This design comes from an exercise in tuning for small area, a short achievable clock period and few clock cycles per item on the open sky130 flow, not from production work. In this exercise RTL edits were held to simulation tests only and were not proved equivalent to the original. Power figures rest on the tool's default switching activity, not on a simulated workload.

==> flow/design.v, too long to show whole: its modules and the start of the top module <==
// module jx_brake: 2432 lines
// module jx_fa: 10 lines
// module jx_ha: 9 lines
module jx_brake (
    input  wire        clk,
    input  wire        rst_n,         
    input  wire        show_load,     
    input  wire        start,         
    input  wire [63:0] acc,           
    input  wire        fallback,      
    input  wire        cfg_enable,    
    input  wire [15:0] cfg_release,   
    input  wire [31:0] cfg_budget,    
    input  wire [31:0] cfg_static,    
    input  wire [31:0] cfg_trim,      
    input  wire [5:0]  cfg_e,         
    output wire        ready,
    output reg         done,
    output wire [16:0] factor,        
    output reg  [16:0] target,        
    output reg  [63:0] pred,          
    output reg  [63:0] acc_used,      
    output reg         evt_engage,
    output reg         evt_released,
    output reg         evt_fallback,
    output reg         evt_black
);
  // ...
==> flow/run.sh <==
#!/bin/bash
# synth_recipe.tcl (not shown) runs the flow's synth.tcl, then flattens the netlist and writes it again
# the make line also repeats each setting of config.mk as NAME=value (left out here)
make -C /OpenROAD-flow-scripts/flow DESIGN_CONFIG=/design/flow/config.mk WORK_HOME=/design/flow/orfs CLKGATE_MAP_FILE= SYNTH_SCRIPT=/design/flow/synth_recipe.tcl finish
==> flow/config.mk <==
export PLATFORM = sky130hd
export DESIGN_NAME = jx_brake
export DESIGN_NICKNAME = jx_brake
export VERILOG_FILES = /design/flow/design.v
export SDC_FILE = /design/flow/constraint.sdc
export NUM_CORES = 4
export LEC_CHECK = 0
export CAP_MARGIN = 10
export CORE_MARGIN = 2
export CORE_UTILIZATION = 65
export PLACE_DENSITY = 0.8
export SETUP_SLACK_MARGIN = 5
export SLEW_MARGIN = 10
export SYNTH_HIERARCHICAL = 1
export SYNTH_MINIMUM_KEEP_SIZE = 0
export TNS_END_PERCENT = 100
==> flow/constraint.sdc <==
create_clock -name core_clock -period 15.0 [get_ports {clk}]
set_input_delay 3.0000 -clock core_clock [delete_from_list [all_inputs] [get_ports {clk}]]
set_output_delay 3.0000 -clock core_clock [all_outputs]
set_load 0.01 [all_outputs]
==> out/summary.txt, run 1 <==
Final Critical Period -> 10.13 ns
Non-filler cells, final -> 11680
Clock buffer cells -> 137
Bufs w/o clock -> 767
Top cells by count, synth -> nor2_1 (1577), fa_1 (999), nand2_1 (750), a21oi_1 (719), ha_1 (616)
Post-Synth XOR/XNOR Area -> 0.04293
Global-route total usage across every layer -> 0.4845
Synth unique cells -> 117
Routed WL -> 356.4 mm
Hold slack -> 0.4483 ns
Port Buffers -> 355
Met3 Use GR -> 0.1965
Inserted Clock Buffers -> 93
Initial Util -> 0.6549
CP peak stage delay -> 0.65 ns
Worst reg2reg endpoint -> dv3[48]
P_leak -> 0.04288 µW
DRT met1 WL -> 124.4 mm
Adder-cell area share of the yosys netlist -> 0.3231
Largest family of logic cells by synthesized area -> adder cells
Largest net degree at the start of global routing -> 95
Slew of the pin with the lowest slew margin -> 1.405 ns
FF+latch count -> 776
Multi-In Gates -> 7778
Number of global-route vias before repair -> 78560
Outcome -> no timing/DRC/antenna violations
Vias per inst -> 7.110
Net Count, Synth -> 11230
P per Cell Area -> 248.7 nW/µm²
Die Span Y -> 367.9 µm
Metal2 WL -> 140.8 mm
First-pass GRT wire length -> 492.6 mm
Final Cycle Share -> 0.6755
Post-CTS sizing -> 106
CP bufs+invs -> 4
Postcts setup bufs -> 32
Fill cells -> 8863
Crit path from -> cfg_trim[14]
Largest registers -> cs_s x80, cs_c x79
Nature of the critical path endpoint -> flip-flop
Setup TNS Final -> 0 ns
# setup viols final -> 0
Max_cap viols -> 0
Fraction of area in multi-input gates -> 0.6529
Antenna Cells -> 23
Testbench counts, summed over its fixed seeds: cycles 15,498, frames 3,200.
==> run 2: changes to the inputs <==
--- a/flow/design.v
+++ b/flow/design.v
@@ -2293,32 +2293,31 @@
     assign t_c[93] = mt_s2045;
     assign t_s[94] = mt_c2046;
     assign t_c[94] = mt_s2047;
     assign t_s[95] = mt_c2048;
     assign t_c[95] = 1'b0;
     wire [W-1:0] prod   = t_s + t_c;
     reg  [71:0] p_r;
     wire [71:0] d_w = p_r >> e_r;
-    reg  [71:0] d_r;
-    wire [71:0] d_p   = ph_dec ? d_w : d_r;
-    wire [72:0] p_sum = {1'b0, d_p} + {41'd0, static_r};
+    wire [72:0] p_sum = {1'b0, d_w} + {41'd0, static_r};
     wire [63:0] p_w   = (p_sum[72:64] != 9'd0) ? 64'hFFFF_FFFF_FFFF_FFFF : p_sum[63:0];
     wire        h_neg  = h_r[32];
     wire        h_le0  = h_neg || (h_r[31:0] == 32'd0);
     wire        d_zero = (d_w == 72'd0);
     wire        d_le_h = !h_neg && (d_w[71:32] == 40'd0) && (d_w[31:0] <= h_r[31:0]);
     wire        nobrake = !en_r || d_zero || d_le_h;
     wire        black   = !nobrake && h_le0;
     wire        divide  = !nobrake && !h_le0;
     wire [17:0] rise  = {1'b0, factor} + {2'b00, rel_r};
     wire [16:0] lim   = (rise > {1'b0, ONE}) ? ONE : rise[16:0];
-    wire [47:0] dv_w  = (d_w[71:48] != 24'd0) ? {48{1'b1}} : d_w[47:0];
-    reg         big_r;          
-    wire [47:0] dv    = d_r[47:0] | {48{big_r}};
+    wire        big_w = (d_w[71:48] != 24'd0);
+    wire [47:0] dv_w  = big_w ? {48{1'b1}} : d_w[47:0];
+    wire [49:0] d3_w  = {2'b00, d_w[47:0]} + {1'b0, d_w[47:0], 1'b0};
+    reg  [47:0] dv;             
     reg  [49:0] dv3;
     reg  [47:0] rem;
     reg  [15:0] quo;
     reg         q_gt;           
     reg         q_lt;           
     function [49:0] r4step(input [47:0] r, input [47:0] d1, input [49:0] d3);
         reg [49:0] y;
         reg [50:0] t1, t2, t3;
@@ -2342,17 +2341,18 @@
                       (dcnt == 2'd1) ? lim[7:4]   : lim[3:0];
     wire        gt1 = q_gt || (!q_lt && (qd1 > ln[3:2]));
     wire        lt1 = q_lt || (!q_gt && (qd1 < ln[3:2]));
     wire        gt2 = gt1 || (!lt1 && (qd2 > ln[1:0]));
     wire        lt2 = lt1 || (!gt1 && (qd2 < ln[1:0]));
     wire [15:0] q_fin = {quo[11:0], qd1, qd2};
     always @(posedge clk) begin
         cs_s <= t_s;
-        p_r  <= prod[W-1:24];
+        if (ph_m2)
+            p_r <= prod[W-1:24];
         cs_c <= t_c;
         if (!rst_n || show_load) begin
             busy         <= 1'b0;
             ph_m1        <= 1'b0;
             ph_m2        <= 1'b0;
             ph_dec       <= 1'b0;
             ph_div       <= 1'b0;
             done         <= 1'b0;
@@ -2378,19 +2378,18 @@
                 h_r      <= {1'b0, cfg_budget} - {1'b0, cfg_static};
                 trim_r   <= cfg_trim;
                 e_r      <= cfg_e;
                 busy     <= 1'b1;
                 ph_m1    <= use_prev;
                 ph_m2    <= !use_prev;
             end
             if (ph_dec) begin
-                d_r  <= d_w;
-                dv3  <= {2'b00, dv_w} + {1'b0, dv_w, 1'b0};
-                big_r <= (d_w[71:48] != 24'd0);
+                dv   <= dv_w;
+                dv3  <= big_w ? 50'h2_FFFF_FFFF_FFFD : d3_w;
                 rem  <= {16'd0, h_r[31:0]};
                 q_gt <= 1'b0;
                 q_lt <= lim[16];
                 dcnt <= 2'd3;
                 if (divide) begin
                     ph_div <= 1'b1;
                 end else begin
                     lim_r        <= lim;
==> flow/config.mk (replaced) <==
export PLATFORM = sky130hd
export DESIGN_NAME = jx_brake
export DESIGN_NICKNAME = jx_brake
export VERILOG_FILES = /design/flow/design.v
export SDC_FILE = /design/flow/constraint.sdc
export NUM_CORES = 4
export LEC_CHECK = 0
export CAP_MARGIN = 20
export CORE_MARGIN = 2
export CORE_UTILIZATION = 55
export PLACE_DENSITY = 0.7
export SETUP_SLACK_MARGIN = 5
export SLEW_MARGIN = 20
export SYNTH_HIERARCHICAL = 1
export SYNTH_MINIMUM_KEEP_SIZE = 0
export TNS_END_PERCENT = 100
==> run 2 against run 1 <==
Now fails the layout checks on capacitance limit, slew limit. Die area rose by 20%. Worst hold slack improved by 0.00062 ns. Clock skew fell by 0.033 ns. Via count fell by 8.5%. Critical endpoint is now p_r[71]. Core utilization fell by 13 points. Critical path type unchanged. Register-to-register slack improved by 0.24 ns. Largest power group unchanged. Wire length fell by 9.6%. Clock power fell by 4%. Clock-buffer cell count fell by 26. Total power rose by 2.7%. Synthesized cell count fell by 0.27%.
==> out/summary.txt, run 2 <==
Post-synthesis sequential area ratio -> 0.2210
Tightest Hold Check Type -> reg2reg
CTS Sinks -> 750
Syn_area_per_cell -> 9.326 µm²
Largest registers -> cs_s x80, cs_c x79, p_r x72
RSZ-0062 raised after global routing -> no
Layout cell share with drive strength beyond 1 -> 0.07487
WL met3 -> 29.01 mm
Core Util, Final -> 0.6206
Adder-cell area share of the yosys netlist -> 0.3232 (about the same)
Worst Path Max Fanout -> 19
Type of origin of the critical path -> primary input
#FFs+latches synth -> 750
DR vias -> 76030
Final antenna-violating net count -> 0
Mux cell area share after synthesis -> 0.05331
Inserted Clock Buffers -> 91 (-2.2%)
Die Span Y -> 403.2 µm (+9.6%)
Outcome -> finished with violations
Rows -> 146
Critical Path AT -> 10.38 ns
Core Area -> 158400 µm²
Vias per inst -> 6.457 (-9.2%)
Detailed router's first-iteration violation count -> 7637
Hold Path End -> quo[11]
P_leak -> 0.04269 µW (-0.43%)
Prevailing post-synth register cell -> edfxtp_1
Hold Path Depth -> 0
Highest clock rate -> 0.1008 GHz
Skew final -> 0.04053 ns
Routed WL -> 322.4 mm (-9.6%)
Reg-to-Reg Start -> e_r[3]
Worst slew margin -> -0.06215
Final #Nets -> 11470
Boundary pin count -> 356
Initial antenna violation count -> 13
Remaining DRCs -> 0
Comb power frac -> 0.760
Max FFs per register -> 80
Area grow syn2layout -> 12.16%
P per Cell Area -> 256.7 nW/µm² (+3.2%)
Top-count cell post-synth -> nor2_1
Nature of the critical path endpoint -> flip-flop
Internal -> 12710 µW
Top reg by flops -> cs_s
Die X -> 403.2 µm
Violated checks -> capacitance limit, slew limit
Worst skew pair latency -> 0.74 ns
Setup TNS Final -> 0 ns (unchanged)
Clock Path Buffers -> 3
Final Cycle Share -> 0.6611 (-0.01439)
Final Critical Period -> 9.917 ns (-0.2158 ns)
DRT met1 WL -> 122.2 mm (-1.8%)
CTS tree -> built
CP required -> 15.46 ns
Port Buffers -> 355 (unchanged)
Commonest non-fill, non-tap cells in the layout -> nor2_1 (1464), fa_1 (992), nand2_1 (767), ha_1 (657), a21oi_1 (652)
Hold-fix buffers, CTS -> 0
Net Count, Synth -> 11250 (+0.22%)
Worst setup path class -> in2reg
Post-Synth XOR/XNOR Area -> 0.04387 (+0.0009382)
H-tree depth -> 3
# setup viols final -> 0 (unchanged)
First-pass GRT wire length -> 474.9 mm (-3.6%)
Syn. warnings -> 7
Total grt overflow -> 0
Reg2reg setup slack -> 5.32 ns
Maximum VDD drop -> 517.6 µV
Largest cells by area after synthesis -> fa_1 (23%), edfxtp_1 (15%), ha_1 (9.5%)
Commonest non-fill, non-tap cell in the layout -> nor2_1
Synth unique cells -> 112 (-4.3%)
Synth Instances -> 9398
Die area -> 162600 µm²
Root Buffer -> clkbuf_16
Hold Fails Final Rpt -> 0
Hpwl dp -> 241.8 mm
Reg power frac -> 0.148
TritonRoute pass-1 iters -> 8
WL per Instance -> 27.38 µm
Synth top area share -> 0.2280
Worst reg2reg endpoint -> pred[1]
Slew of the pin with the lowest slew margin -> 1.577 ns (+0.1719 ns)
Placer Congestion -> 1.044
Largest net degree at the start of global routing -> 111 (+17%)
EDFF count, synth -> 435
Pins over their slew limit -> 5
Non-filler cells, final -> 11780 (+0.78%)
Top cells by count, synth -> nor2_1 (1472), fa_1 (998), nand2_1 (770), a21oi_1 (680), ha_1 (667)
Largest family of logic cells by synthesized area -> adder cells
Reg2Reg Depth -> 20
Number of global-route vias before repair -> 77440 (-1.4%)
Initial Util -> 0.5534 (-0.1015)
Min-delay src -> quo[7]
Post-synthesis simple-gate area fraction -> 0.1590
Max_cap viols -> 1 (+1)
Sw Pwr -> 12530 µW
Clock transition at path regs -> 0.06 ns
Sw frac -> 0.4965
Placed cells -> 11520
Top Metal Used -> met5
Metal2 WL -> 149.8 mm (+6.4%)
Global-route total usage across every layer -> 0.3855 (-0.09903)
Synth area leader -> fa_1
Synth Area in Compound Gates -> 0.1594
Clk pwr share -> 0.093
Fraction of registers with async set/reset -> 0
Mapped Area -> 87640 µm²
## run 2: changes by cell type in the layout (fill, tap and decap cells not counted), sizes merged, moves of 54 or more
cell   previous run  this run
dfxtp           387       315
buf             388       207
mux2             49       103
nor2           1584      1472
o21ai           507       380
o221a             0        68
## run 2: worst max-delay path, cell delays in order
cell,delay (ns)
clkdlybuf4s50_1,0.49
a21oi_4,0.22
buf_4,0.20
clkbuf_16,0.23
bufbuf_16,0.39
nor2_1,0.09
fa_1,0.52
fa_1,0.57
fa_1,0.46
fa_1,0.41
fa_1,0.50
fa_1,0.69
ha_4,0.27
a21o_1,0.16
a21oi_1,0.20
o221a_2,0.23
o21ai_0,0.17
or3b_2,0.52
a21oi_4,0.16
o21ai_1,0.09
and3_2,0.24
a21o_1,0.20
a311o_1,0.34
## run 2: worst max-delay path by stage
| stage | from | endpoint | slack, ns | cells after the start |
|---|---|---|---|---|
| floorplan | cfg_trim[1] | p_r[71] | 5.01 | 25 |
| global placement | cfg_trim[6] | p_r[71] | 3.29 | 24 |
| detailed placement | cfg_trim[6] | p_r[71] | 3.25 | 24 |
| CTS | cfg_trim[7] | p_r[71] | 4.93 | 25 |
| global route | cfg_trim[2] | p_r[71] | 4.83 | 26 |
| finish | cfg_trim[7] | p_r[71] | 5.08 | 23 |
## run 2: timing repair
item / 4_1_cts / 5_1_grt
resized for setup: 75 / 117
setup buffers: 17 / 35
pin swaps: 10 / 18
setup endpoints to repair: 193 / 177
cloned: 9 / 14
hold endpoints to repair: 0 / 0
## run 2: kinds of logic after synthesis
| kind of cell | count (synthesis) |
|---|---|
| flops | 750 |
| mux | 369 |
| compound gates | 2138 |
| fa+ha+maj | 1665 |
| buf+inv | 893 |
| other cells | 1 |
| xor+xnor | 439 |
| simple gates | 3143 |
## run 2: routing by layer
layer | vias to the layer above | GRT usage
li1 | 33430 | -
met4 | 18 | 0.2074
met1 | 37560 | 0.4795
met2 | 4003 | 0.6318
met5 | - | 0
met3 | 1022 | 0.07917
## run 2: area by class of cell
cell class / count / area [µm²]
Antenna cell: 6 / 15.01
Multi-Input combinational cell: 7761 / 65460
Inverter: 436 / 1645
Timing Repair Buffer: 580 / 6133
Fill cell: 13290 / 60080
Clock buffer: 111 / 2446
Clock inverter: 59 / 624.3
Tap cell: 2072 / 2592
Sequential cell: 750 / 19380
## run 2: metrics by stage
step                hold slack (ns)  power (µW)  worst slack, ns  instance area (µm²)
floorplan                    0.4262       15990            5.007                87660
global placement             0.4309       21380            3.291                93350
detailed placement           0.4321       21570            3.247                93360
CTS                          0.4480       24090            4.931                97130
global route                 0.4543       26790            4.830                98290
finish                       0.4489       25230            5.083                98300
## run 2: power by group through the flow
stage	registers (µW)	clock network (µW)	logic [µW]
after floorplan	3640	0	12400
after global placement	3750	0	17600
after detailed placement	3760	0	17800
after CTS	3720	2360	18000
after global routing	3750	2430	20600
final	3720	2340	19200
## run 2: modules after synthesis, one instance, submodules excluded
module | cells | times used
jx_ha | 1 | 31
jx_brake | 8374 | 1
jx_fa | 1 | 993
Testbench counts of run 2, summed over its fixed seeds: cycles 15,498, frames 3,200.
==> run 3: changes to the inputs <==
--- a/flow/config.mk
+++ b/flow/config.mk
@@ -7,8 +7,8 @@
 export LEC_CHECK = 0
 export CAP_MARGIN = 20
 export CORE_MARGIN = 2
-export CORE_UTILIZATION = 55
-export PLACE_DENSITY = 0.7
+export CORE_UTILIZATION = 45
+export PLACE_DENSITY = 0.65
 export SETUP_SLACK_MARGIN = 5
 export SLEW_MARGIN = 20
 export SYNTH_HIERARCHICAL = 1
==> run 3 against run 2 <==
The run now finishes clean. Global-route usage shrank 7.0 points. Non-clock buffer count decreased by 6. Die area increased by 22%. Core utilization fell by 11 points. Sequential share of layout area is essentially flat. Combinational power is essentially flat. Clock-buffer cell count down 4. Clock power about the same. Total power is 0.45% lower. Via count decreased by 1.3%. Setup slack better by 0.045 ns.
==> out/summary.txt, run 3 <==
Outcome -> no timing/DRC/antenna violations
RSZ-0062 raised after global routing -> yes
Clock Path Buffers -> 3 (unchanged)
Fill cells -> 17570 (+32%)
Rows -> 161 (+10%)
Critical Path AT -> 10.52 ns (+0.14 ns)
Initial Util -> 0.4541 (-0.09922)
P_leak -> 0.04252 µW (-0.40%)
Largest registers -> cs_s x80, cs_c x79, p_r x72
Highest clock rate -> 0.1013 GHz (+0.46%)
Maximum VDD drop -> 621.2 µV (+20%)
WL per Instance -> 26.28 µm (-4.0%)
Vias per inst -> 6.142 (-4.9%)
Nature of the critical path endpoint -> flip-flop
CP peak stage delay -> 0.66 ns (-0.03 ns)
Skew final -> 0.06900 ns (+0.02847 ns)
Max FFs per register -> 80 (unchanged)
EDFF count, synth -> 435 (unchanged)
CP required -> 15.64 ns (+0.18 ns)
Commonest non-fill, non-tap cell in the layout -> nor2_1
Commonest non-fill, non-tap cells in the layout -> nor2_1 (1468), fa_1 (997), nand2_1 (767), a21oi_1 (659), ha_1 (657)
Core Area -> 193000 µm² (+22%)
Net Count, Synth -> 11250 (unchanged)
Syn_area_per_cell -> 9.326 µm² (unchanged)
Inserted Clock Buffers -> 89 (-2.2%)
# setup viols final -> 0 (unchanged)
Hpwl dp -> 243.8 mm (+0.85%)
Die area -> 198300 µm² (+22%)
Final #Nets -> 11460 (-0.078%)
Final antenna-violating net count -> 0 (unchanged)
Prevailing post-synth register cell -> edfxtp_1
Type of origin of the critical path -> flip-flop
Top-count cell post-synth -> nor2_1
Clock transition at path regs -> 0.06 ns (about the same)
Max_cap viols -> 0 (-1)
Global-route total usage across every layer -> 0.3157 (-0.06974)
Synth top area share -> 0.2280 (unchanged)
Detailed router's first-iteration violation count -> 7031 (-7.9%)
Worst Path Max Fanout -> 20 (+1)
DR vias -> 75050 (-1.3%)
P per Cell Area -> 255.2 nW/µm² (-0.59%)
First-pass GRT wire length -> 475.1 mm (about the same)
Worst setup path class -> reg2reg
Slew of the pin with the lowest slew margin -> 1.105 ns (-0.4716 ns)
CTS Sinks -> 750 (unchanged)
Tightest Hold Check Type -> reg2reg
Comb power frac -> 0.759 (about the same)
CP max stage cell -> edfxtp_1
Initial antenna violation count -> 10 (-3)
CTS tree -> built
Root Buffer -> clkbuf_16
Hold slack -> 0.4570 ns (+0.008082 ns)
H-tree depth -> 3 (unchanged)
Port Buffers -> 355 (unchanged)
TritonRoute pass-1 iters -> 6 (-2)
Reg power frac -> 0.148 (about the same)
Synth unique cells -> 112 (unchanged)
Final Cycle Share -> 0.6581 (-0.003021)
Layout cell share with drive strength beyond 1 -> 0.07206 (-0.002813)
Total grt overflow -> 0 (unchanged)
Placer Congestion -> 0.9910 (-5.1%)
Routed WL -> 321.2 mm (-0.37%)
Synth area leader -> fa_1
Fraction of registers with async set/reset -> 0 (unchanged)
Boundary pin count -> 356 (unchanged)
Internal -> 12560 µW (-1.1%)
Top cells by count, synth -> nor2_1 (1472), fa_1 (998), nand2_1 (770), a21oi_1 (680), ha_1 (667)
Die Span Y -> 445.3 µm (+10%)
Top reg by flops -> cs_s
Number of global-route vias before repair -> 76900 (-0.71%)
Die X -> 445.3 µm (+10%)
Area grow syn2layout -> 12.31%
Setup TNS Final -> 0 ns (unchanged)
Clk pwr share -> 0.093 (about the same)
Sw Pwr -> 12560 µW (+0.24%)
Final Critical Period -> 9.871 ns (-0.04532 ns)
#FFs+latches synth -> 750 (unchanged)
Largest cells by area after synthesis -> fa_1 (23%), edfxtp_1 (15%), ha_1 (9.5%)
Sw frac -> 0.5000 (+0.003454)
Syn. warnings -> 7 (unchanged)
Worst slew margin -> 0.2633 (+0.3255)
Worst skew pair latency -> 0.78 ns (+0.04 ns)
Synth Instances -> 9398 (unchanged)
Pins over their slew limit -> 0 (-5)
Hold Fails Final Rpt -> 0 (unchanged)
Remaining DRCs -> 0 (unchanged)
Mapped Area -> 87640 µm² (unchanged)
Largest net degree at the start of global routing -> 83 (-25%)
Post-synthesis sequential area ratio -> 0.2210 (unchanged)
-- run 3: cell count changes in the layout (fill, tap and decap cells not counted), moves of 6 or more --
| cell | change |
|---|---|
| buf_4 | +8 |
| a21oi_1 | +7 |
| clkbuf_16 | -7 |
| clkinv_2 | -6 |
-- run 3: cell type report --
class | count | area (µm²) | area share
diodes | 7 | 17.52 | 0.0001780
well taps | 2526 | 3161 | 0.03211
multi-input cells | 7760 | 65310 | 0.6635
flip-flops and latches | 750 | 19380 | 0.1969
clock buffers | 107 | 2346 | 0.02383
repair buffers | 574 | 5846 | 0.05939
clock inverters | 60 | 728.2 | 0.007398
inverters | 436 | 1645 | 0.01672
-- run 3: timing repair --
action                     4_1_cts  5_1_grt
hold buffers                     0        0
pin swaps                       14        9
cloned                           7        9
setup endpoints to repair      191       53
setup buffers                   30       26
resized for setup               60       77
-- run 3: routing by layer --
metal	track usage	wire, µm	vias to the layer above
li1	-	-	33360
met1	0.3854	121900	37270
met2	0.5300	151800	3522
met3	0.05384	25560	893
met4	0.1748	21840	10
met5	0	78	-
-- run 3: through the flow --
step	cell area, µm²	cells	utilization	power, µW	setup WS (ns)
6_report	98430	12220	0.5101	25120	5.129
3_5_place_dp	93880	11970	0.4865	21790	3.301
4_1_cts	97620	12180	0.5059	24330	4.963
3_3_place_gp	93880	11970	0.4865	21650	3.310
2_1_floorplan	87660	9398	-	15990	5.007
5_1_grt	98430	12220	0.5100	26810	4.876
-- run 3: worst max-delay path, delay by kind of cell (launching register included) --
family,cells,cell delay [ns]
and+or+nand+nor,5,1.08
DFF,1,0.66
adders and majority gates,3,1.00
buffers and inverters,8,1.40
AOI/OAI and AO/OA,22,5.55
-- run 3: cell families (layout without fill, tap and decap cells) --
group | after synthesis | count (layout) | synth area share
other cells | 1 | 8 | 0.00004279
xor+xnor | 439 | 439 | 0.04387
simple gates | 3143 | 3143 | 0.1590
compound gates | 2138 | 2143 | 0.1594
buf+inv | 893 | 1177 | 0.04020
flops | 750 | 750 | 0.2210
mux | 369 | 369 | 0.05331
fa+ha+maj | 1665 | 1665 | 0.3232
-- run 3: path summary, 6_finish.rpt --
check	startpoint	endpoint	slack, ns	cells after the start
min	quo[4]	quo[8]	0.46	0
max reg2reg	dv3[0]	use_lim	5.13	38
min reg2reg	quo[4]	quo[8]	0.46	0
max	dv3[0]	use_lim	5.13	38
-- run 3: power groups by stage --
stage	registers [µW]	logic, µW	clock network [µW]
after floorplan	3640	12400	0
after global placement	3750	17900	0
after detailed placement	3760	18000	0
after CTS	3720	18200	2370
after global routing	3750	20600	2440
final	3720	19100	2340
-- run 3: modules after synthesis, one instance, submodules excluded --
module	flops+latches	area, µm²
jx_ha	0	12.51
jx_brake	750	67380
jx_fa	0	20.02

## static timing again, ports no longer ideal
No port has a modelled driver above. Below, the same layouts with a new extraction and two added sets of constraints. Step 1, drivers: a clkbuf_16 drives clk and a buf_2 each remaining input, both assumed. Step 2 times the ports against the registers' clock, not the clock port: input delays grow and output delays shrink by t, the midpoint of the rising clock arrivals with the driver on. Three values: ideal, step 1, step 2; two values: the first two.
run	t, ns	slack for setup (ns)	pins driven straight from the clock port
run 1	0.829	4.867 / 4.903 / 4.074	1
run 2	0.802	5.083 / 5.142 / 4.340	1
run 3	0.834	5.129 / 5.129 / 4.360	1
The setup slack of run 1, which loses most, moves by +0.036 ns with the drivers and by -0.793 ns with both steps.
